From an optimization exercise on the open Yosys and OpenROAD flow, aimed at small area, a short achievable clock period and few clock cycles per item; shortcuts taken in it are not production practice.
Function was checked by simulation only, so behaviour that the tests miss may differ from the original.

==> flow/design.v, too long to show whole: its modules and the start of the top module <==
// module ray_sampler: 2032 lines
module ray_sampler (
    input  wire         clk,
    input  wire         rst,
    input  wire         in_valid,
    output wire         in_ready,
    input  wire         wrap,        
    input  wire [8:0]   nu,          
    input  wire [26:0]  cu,          
    input  wire [31:0]  pos_x,       
    input  wire [31:0]  pos_y,       
    input  wire [127:0] taps,        
    output reg          out_valid,
    output reg  [15:0]  s_out,       
    output reg  [23:0]  cu_out,      
    output reg  [16:0]  x0_out,      
    output reg  [16:0]  y0_out       
);
  // ...
==> flow/run.sh <==
#!/bin/bash
# synth_recipe.tcl (not shown) runs the flow's synth.tcl, then flattens the netlist and writes it again
# the make line also repeats each setting of config.mk as NAME=value (left out here)
make -C /OpenROAD-flow-scripts/flow DESIGN_CONFIG=/design/flow/config.mk WORK_HOME=/design/flow/orfs CLKGATE_MAP_FILE= SYNTH_SCRIPT=/design/flow/synth_recipe.tcl finish
==> flow/config.mk <==
export PLATFORM = sky130hd
export DESIGN_NAME = ray_sampler
export DESIGN_NICKNAME = ray_sampler
export VERILOG_FILES = /design/flow/design.v
export SDC_FILE = /design/flow/constraint.sdc
export NUM_CORES = 4
export LEC_CHECK = 0
export CAP_MARGIN = 20
export CORE_MARGIN = 2
export CORE_UTILIZATION = 45
export SLEW_MARGIN = 20
==> flow/constraint.sdc <==
create_clock -name core_clock -period 25.0 [get_ports {clk}]
set_input_delay 5.0000 -clock core_clock [delete_from_list [all_inputs] [get_ports {clk}]]
set_output_delay 5.0000 -clock core_clock [all_outputs]
set_load 0.01 [all_outputs]
==> results.sh, run 1 <==
export IMPL_n_fill_cell=11900
export IMPL_min_to="fy1[4]$_DFF_P_"
export IMPL_run_status="timing/DRC/antenna clean"
export IMPL_synth_compound_area_frac=0.0585
export IMPL_synth_most_common_cell="inv_1"
export IMPL_synth_top_cells_by_count="1078 x inv_1, 815 x fa_1, 692 x mux2_2, 582 x dfxtp_1, 485 x mux2i_1"
export IMPL_arrival_ns=7.50
export IMPL_grt_use_total=0.206
export IMPL_crit_required_ns=25.60
export IMPL_clkbuf_count=90
export IMPL_grtUsageMet1=0.280
export IMPL_synth_top_family_by_area="adder cells"
export IMPL_crit_buf_inv=5
export IMPL_report_final_hold_viol_count=0
export IMPL_wl_met1_um=62500
export IMPL_clock_sinks=582
export IMPL_nets=7081
export IMPL_reg_top3="taps0: 128 flops, cu0: 27 flops"
export IMPL_slowest_delay_ns=0.72
export IMPL_ios=308
export IMPL_tns_ns=0
export IMPL_grt_pass1_wl_um=219000
export IMPL_reg2reg_slack_ns=18.10
export IMPL_htree_levels=3
export IMPL_numCtsBuffers=71
export IMPL_seqCellArea_um2=11700
export IMPL_postCtsHoldBufs=0
export IMPL_clk_share=0.0367
Testbench counts, summed over its fixed seeds: cycles 24,040, items 24,000.
==> inputs of run 2 (changes only) <==
==> flow/flow/run.sh (new file) <==
#!/bin/bash
# Own layout flow: the standard ORFS flow with two changes.
#  1. Synthesis: the standard synthesis script, except that Yosys's generic
#     `abc -fast` inside `synth` is skipped (-noabc), so the carry-save trees
#     of the RTL reach extract_fa intact instead of being restructured into
#     xnor/inverter forms. Registers, names, flattening and renaming are the
#     standard ones (same script otherwise).
#  2. Port buffers: buffer_ports inserts sky130_fd_sc_hd__buf_2 cells on every
#     input and output instead of its default delay buffer.
set -euo pipefail
W=$(pwd)
sed '1s/yosys synth -nofsm -noshare /yosys synth -nofsm -noshare -noabc /' \
    "$W/synth_recipe.tcl" > "$W/own_synth.tcl"
grep -q -- '-noabc' "$W/own_synth.tcl"
bash "$W/standard.sh" "SYNTH_SCRIPT=$W/own_synth.tcl" \
    "BUFFER_PORTS_ARGS=-buffer_cell sky130_fd_sc_hd__buf_2" finish \
    > "$W/orfs_flow.log" 2>&1
==> flow/standard.sh (new file) <==
#!/bin/bash
# synth_recipe.tcl (not shown) runs the flow's synth.tcl, then flattens the netlist and writes it again
# the make line also repeats each setting of config.mk as NAME=value (left out here)
make -C /OpenROAD-flow-scripts/flow DESIGN_CONFIG=/design/flow/config.mk WORK_HOME=/design/flow/orfs CLKGATE_MAP_FILE= SYNTH_SCRIPT=/design/flow/synth_recipe.tcl "${@:-finish}"
--- a/flow/config.mk
+++ b/flow/config.mk
@@ -10,2 +10,4 @@
 export CORE_UTILIZATION = 45
+export CTS_CLUSTER_DIAMETER = 100
+export CTS_CLUSTER_SIZE = 30
 export SLEW_MARGIN = 20
removed: flow/run.sh
==> run 2 against run 1 <==
Effect of this change:
- core utilization is 1.3 points lower
- sequential share of layout area rose by 1.6 points
- maximum frequency is 8.4% higher
- flip-flop and latch count did not move
- final area down 8.3%
- wire length is 2.3% lower
- synthesized cell count down 20%
- worst hold slack improved by 0.0088 ns
- first-iteration DRC count is 21% higher
- die area fell by 5.9%
- highest routed layer is now met5
==> results.sh, run 2 <==
export IMPL_setup_viol=0
export IMPL_crit_required_ns=25.44
export IMPL_max_slew_margin_rel=0.343
export IMPL_antenna_found_initial=4
export IMPL_die_w_um=354
export IMPL_drtAntennaViolNets=0
export IMPL_synth_xor_area_share=0.0338
export IMPL_synth_compound_area_frac=0.0640
export IMPL_fin_skew_ns=0.0265
export IMPL_postCtsHoldBufs=0
export IMPL_synth_top_family_by_area="adder cells"
export IMPL_ys_seq_area_frac=0.212
export IMPL_final_max_slew_viol_count=0
export IMPL_clockRootBuffer="clkbuf_16"
export IMPL_nets=6158
export IMPL_post_cts_buffers=0
export IMPL_firstDrtPassIters=5
export IMPL_synth_top_cells_by_count="1145 x mux2_2, 815 x fa_1, 582 x dfxtp_1, 406 x ha_1, 165 x a21oi_1"
export IMPL_period_share=0.255
export IMPL_n_fill_cell=11000
export IMPL_start_util=0.452
export IMPL_vias_per_cell=5.48
export IMPL_whs_path_depth=0
export IMPL_htree_levels=2
export IMPL_clock_latency_ns=0.65
export IMPL_reg_top3="taps0: 128 flops, cu0: 27 flops"
export IMPL_clock_sinks=582
export IMPL_synth_top_area_share=0.297
export IMPL_yosys_area_top_type="fa_1"
export IMPL_grt_pass1_wl_um=214000
export IMPL_drcViolationCount=0
export IMPL_die_area_um2=125000
export IMPL_syn_nets=5941
export IMPL_grt_pass1_vias=38100
export IMPL_mostFrequentLayoutCells="1145 x mux2_2, 815 x fa_1, 564 x dfxtp_1, 406 x ha_1, 292 x buf_2"
export IMPL_stdcell_count=6355
export IMPL_clock_path_buffers=3
export IMPL_synthFlopType="dfxtp_1"
export IMPL_portBuffers=292
export IMPL_hp_class="flop to flop"
export IMPL_wire_per_inst_um=20.8
export IMPL_critPathKind="flop to flop"
export IMPL_syn_area_per_cell_um2=12.2
export IMPL_arrival_ns=6.80
export IMPL_fmax_mhz=157
export IMPL_synth_top_cells_by_area="fa_1 30%, mux2_2 23%, dfxtp_1 21%, ha_1 9.2%, xnor2_1 2.1%"
export IMPL_final_common_cell="mux2_2"
export IMPL_rsz0062_at_grt="no"
export IMPL_critPathCaptureType="flop"
export IMPL_reg2regPathDepth=17
export IMPL_cts_tree="done"
export IMPL_crit_fanout=36
export IMPL_yosys_area_share_simple=0.0418
export IMPL_synthAdderAreaFrac=0.389
export IMPL_globalplace_congestion=0.840
export IMPL_synth_enable_flop_cells=0
export IMPL_async_flop_share=0
export IMPL_worstReg2RegStart="px0[10]$_DFF_P_"
export IMPL_period_needed_ns=6.36
export IMPL_rows=128
export IMPL_grt_overflow_total=0
export IMPL_synth_cells=4488
export IMPL_yosys_register_bits=582
export IMPL_cts_resized=0
export IMPL_clkTransAtPathRegs_ns=0.11
export IMPL_first_iter_violations=1839
export IMPL_min_to="frac2[10]$_DFF_P_"
export IMPL_run_status="timing/DRC/antenna clean"
export IMPL_reg2reg_slack_ns=18.64
export IMPL_dp_worst_setup_slack_ns=18.73
export IMPL_grt_max_degree=51
export IMPL_synthesis_area_um2=55000
export IMPL_yosys_cell_types_count=79
export IMPL_worstMarginPinSlew_ns=0.985
export IMPL_ys_warn_count=1
export IMPL_routed_wl_um=132000
export IMPL_fp_dieH_um=354
export IMPL_drv_cap=0
export IMPL_r2r_end="r101[23]$_DFF_P_"
export IMPL_tns_ns=0
export IMPL_start_kind="flop"
export IMPL_vias=34800
export IMPL_drive_gt1_frac=0.331
export IMPL_setup_slack_ns=18.64
export IMPL_dpl_hpwl_um=99600
export IMPL_ios=308
export IMPL_synthMuxAreaShare=0.239
export IMPL_report_final_hold_viol_count=0
export IMPL_place_inst=6293
export IMPL_synth_most_common_cell="mux2_2"
export IMPL_area_delta_synth_final_pct=8.20
export IMPL_largest_register_ffs=128
export IMPL_largest_register="taps0"
export IMPL_grt_use_total=0.213
export IMPL_core_area_um2=122000
export IMPL_hp_start="frac1[10]$_DFF_P_"
export IMPL_numCtsBuffers=35
export IMPL_antenna_cells=0
-- run 2: final cells by class --
| type | instances | area (um2) | area share |
|---|---|---|---|
| repair buffers | 322 | 1690 | 0.0284 |
| multi-input cells | 3609 | 42200 | 0.709 |
| flip-flops and latches | 582 | 11700 | 0.197 |
| clock inverters | 26 | 414 | 0.00696 |
| well taps | 1625 | 2030 | 0.0342 |
| clock buffers | 36 | 880 | 0.0148 |
| inverters | 155 | 582 | 0.00978 |
-- run 2: routing by layer --
layer	wire, um	vias to the layer above	share of wire	global-route usage
li1	-	16300	-	-
met1	63200	17800	0.48	0.307
met2	61000	665	0.46	0.343
met3	5300	117	0.040	0.0260
met4	2550	4	0.019	0.0475
met5	24	-	0.00018	0
-- run 2: kinds of logic after synthesis --
logic type	after synthesis
other	1
buffers and inverters	297
flip-flops	582
AND/OR/NAND/NOR	464
AO/OA/AOI/OAI	543
XOR/XNOR	212
multiplexers	1168
adder cells (fa/ha/maj)	1221
-- run 2: critical path, stage by stage, from the launching register on --
cell and delay (ns):
dfxtp_4 0.71, buf_4 0.64, mux2_2 0.42, fa_1 0.47
fa_1 0.47, fa_1 0.53, fa_1 0.41, ha_1 0.35
a21o_1 0.21, a21oi_1 0.14, o21bai_1 0.09, a21oi_1 0.23
a31oi_1 0.12, a21oi_1 0.23, o21ai_1 0.14, a2111o_1 0.44
a31oi_1 0.25, o21ai_1 0.26
-- run 2: worst max-delay path by stage --
stage	cells after the start	slack [ns]	startpoint	endpoint
floorplan	18	19.40	fy1[0]$_DFF_P_	b12[14]$_DFF_P_
global placement	17	18.74	px0[8]$_DFF_P_	r101[23]$_DFF_P_
detailed placement	17	18.73	px0[8]$_DFF_P_	r101[23]$_DFF_P_
CTS	17	18.69	px0[8]$_DFF_P_	r101[23]$_DFF_P_
global route	17	18.26	px0[8]$_DFF_P_	r101[23]$_DFF_P_
finish	17	18.64	px0[10]$_DFF_P_	r101[23]$_DFF_P_
-- run 2: stage by stage --
step | cell area [um2] | utilization | hold WS, ns
after floorplan | 55000 | - | 0.310
after global placement | 58200 | 0.479 | 0.310
after detailed placement | 58200 | 0.479 | 0.312
after CTS | 59500 | 0.489 | 0.328
after global routing | 59500 | 0.489 | 0.328
final | 59500 | 0.489 | 0.326
==> inputs of run 3 (changes only) <==
--- a/flow/config.mk
+++ b/flow/config.mk
@@ -10,4 +10,2 @@
 export CORE_UTILIZATION = 45
-export CTS_CLUSTER_DIAMETER = 100
-export CTS_CLUSTER_SIZE = 30
 export SLEW_MARGIN = 20
==> run 3 against run 2 <==
Effect of this change:
- still clean
- core utilization rose by 0.93 points
- wire length rose by 1.1%
- global-route usage rose by 0.32 points
- via count rose by 0.67%
- worst hold slack got worse by 0.025 ns
- flip-flop and latch count did not move
- die area did not move
- sequential share of layout area fell by 0.37 points
==> results.sh, run 3 <==
export IMPL_run_status="timing/DRC/antenna clean"
export IMPL_synth_top_cells_by_area="fa_1 30%, mux2_2 23%, dfxtp_1 21%, ha_1 9.2%, xnor2_1 2.1%"
export IMPL_routed_wl_um=133000
export IMPL_synthesis_area_um2=55000
export IMPL_period_needed_ns=6.30
export IMPL_firstDrtPassIters=5
export IMPL_drv_cap=0
export IMPL_synth_top_cells_by_count="1145 x mux2_2, 815 x fa_1, 582 x dfxtp_1, 406 x ha_1, 165 x a21oi_1"
export IMPL_die_w_um=354
export IMPL_fmax_mhz=159
export IMPL_htree_levels=3
export IMPL_grt_overflow_total=0
export IMPL_first_iter_violations=1863
export IMPL_crit_required_ns=25.58
export IMPL_synth_cells=4488
export IMPL_die_area_um2=125000
export IMPL_rsz0062_at_grt="no"
export IMPL_start_kind="flop"
export IMPL_vias=35100
export IMPL_final_common_cell="mux2_2"
export IMPL_final_max_slew_viol_count=0
export IMPL_yosys_cell_types_count=79
export IMPL_synth_top_area_share=0.297
export IMPL_clock_sinks=582
export IMPL_top_usage_layer="met2"
export IMPL_core_area_um2=122000
export IMPL_post_dp_cell_area_um2=58200
export IMPL_grt_pass1_vias=38500
export IMPL_start_util=0.452
export IMPL_syn_area_per_cell_um2=12.2
export IMPL_clock_latency_ns=0.70
export IMPL_ys_seq_area_frac=0.212
export IMPL_clkTransAtPathRegs_ns=0.06
export IMPL_met2_usage=0.345
export IMPL_clock_path_buffers=3
export IMPL_cts_tree="done"
export IMPL_synth_compound_area_frac=0.0640
export IMPL_synth_most_common_cell="mux2_2"
export IMPL_critPathKind="flop to flop"
export IMPL_globalplace_congestion=0.840
export IMPL_rows=128
export IMPL_synthMuxAreaShare=0.239
export IMPL_setup_viol=0
export IMPL_ys_warn_count=1
export IMPL_grt_max_degree=51
export IMPL_dpl_hpwl_um=99600
export IMPL_cts_resized=0
export IMPL_synthAdderAreaFrac=0.389
export IMPL_fin_skew_ns=0.0457
export IMPL_antenna_found_initial=4
export IMPL_grt_pass1_wl_um=215000
export IMPL_synth_enable_flop_cells=0
export IMPL_hp_class="flop to flop"
export IMPL_postCtsHoldBufs=0
export IMPL_fp_dieH_um=354
export IMPL_wire_per_inst_um=20.8
export IMPL_syn_nets=5941
export IMPL_portBuffers=292
export IMPL_max_slew_margin_rel=0.343
export IMPL_tns_ns=0
export IMPL_report_final_hold_viol_count=0
export IMPL_critPathCaptureType="flop"
export IMPL_synthFlopType="dfxtp_1"
export IMPL_largest_register="taps0"
export IMPL_met3_usage=0.0308
export IMPL_yosys_register_bits=582
export IMPL_crit_fanout=36
export IMPL_post_cts_buffers=0
export IMPL_area_delta_synth_final_pct=10.3
export IMPL_yosys_area_top_type="fa_1"
export IMPL_arrival_ns=6.87
export IMPL_clockRootBuffer="clkbuf_16"
export IMPL_async_flop_share=0
export IMPL_nets=6193
export IMPL_drive_gt1_frac=0.338
export IMPL_mostFrequentLayoutCells="1145 x mux2_2, 815 x fa_1, 564 x dfxtp_1, 406 x ha_1, 292 x buf_2"
export IMPL_ios=308
export IMPL_final_area_um2=60600
export IMPL_grtUsageMet1=0.307
export IMPL_drtAntennaViolNets=0
export IMPL_period_share=0.252
export IMPL_numCtsBuffers=70
export IMPL_antenna_cells=0
export IMPL_grt_use_total=0.216
export IMPL_reg_top3="taps0: 128 flops, cu0: 27 flops"
export IMPL_vias_per_cell=5.46
export IMPL_drcViolationCount=0
export IMPL_worstMarginPinSlew_ns=0.985
export IMPL_largest_register_ffs=128
export IMPL_synth_top_family_by_area="adder cells"
export IMPL_yosys_area_share_simple=0.0418
export IMPL_synth_xor_area_share=0.0338
-- run 3: final cells by class --
cell class	count	area, um2
multi-input cells	3609	42200
inverters	155	582
clock buffers	85	1870
well taps	1625	2030
repair buffers	322	1690
flip-flops and latches	582	11700
clock inverters	42	552
fillers	10900	60900
-- run 3: stage by stage --
step,worst slack [ns],util,hold WS (ns),instances
6_report,18.70,0.499,0.302,6420
5_1_grt,18.27,0.499,0.299,6420
4_1_cts,18.69,0.499,0.297,6420
3_5_place_dp,18.73,0.479,0.312,6293
3_3_place_gp,18.74,0.479,0.310,6293
2_1_floorplan,19.40,-,0.310,4488
-- run 3: cells by family after synthesis --
group	Yosys count
adder cells (fa/ha/maj)	1221
multiplexers	1168
flip-flops	582
AO/OA/AOI/OAI	543
AND/OR/NAND/NOR	464
buffers and inverters	297
XOR/XNOR	212
other	1
-- run 3: final timing paths --
kind | start | endpoint | slack, ns | depth (start not counted)
max | px0[10]$_DFF_P_ | r111[22]$_DFF_P_ | 18.70 | 16
min | x02[8]$_DFF_P_ | x0_out[8]$_DFF_P_ | 0.30 | 0
max reg2reg | px0[10]$_DFF_P_ | r111[22]$_DFF_P_ | 18.70 | 16
min reg2reg | x02[8]$_DFF_P_ | x0_out[8]$_DFF_P_ | 0.30 | 0
-- run 3: per-layer routing --
layer	vias to the layer above	routed length [um]
met5	-	25
met4	4	2720
met3	145	5510
met2	660	61400
met1	17900	63800
li1	16400	-
-- run 3: worst max-delay path: stages (launching register included) --
cell and delay, ns:
dfxtp_4 0.69, buf_4 0.63, mux2_2 0.42, fa_1 0.47, fa_1 0.47, fa_1 0.53
fa_1 0.42, ha_1 0.38, a21o_1 0.20, a21oi_1 0.14, nor2b_1 0.06, a311oi_1 0.23
o21ai_1 0.19, a2111oi_0 0.74, o31ai_1 0.15, a21oi_1 0.22, xnor2_1 0.18

-- port drivers added, routing unchanged --
In the flow no input, the clock included, has a driving cell. The finished layouts below were timed again as built, in two steps. Step 1 sets driving cells, clkbuf_16 on the clock port and buf_2 on the other inputs (assumed; they add their load-dependent delay and slew). Step 2 adds t to the input delays and takes it off the output delays; t is the mean of the earliest and latest rising clock arrival at the registers after step 1. Input paths then give back, and output paths get back, about the clock's delay inside the block. a / b / c = no drivers / after step 1 / after step 2; a / b = the first two.
| run | t (ns) | setup slack, ns | worst hold slack (ns) | clock arrival spread, ns |
|---|---|---|---|---|
| run 1 | 0.744 | 18.103 / 18.103 / 18.103 | 0.317 / 0.317 / 0.317 | 0.045 / 0.045 |
| run 2 | 0.707 | 18.635 / 18.635 / 18.635 | 0.326 / 0.326 / 0.326 | 0.032 / 0.032 |
| run 3 | 0.751 | 18.704 / 18.681 / 18.704 | 0.302 / 0.302 / 0.302 | 0.048 / 0.048 |
After both steps every run listed still meets setup and hold.
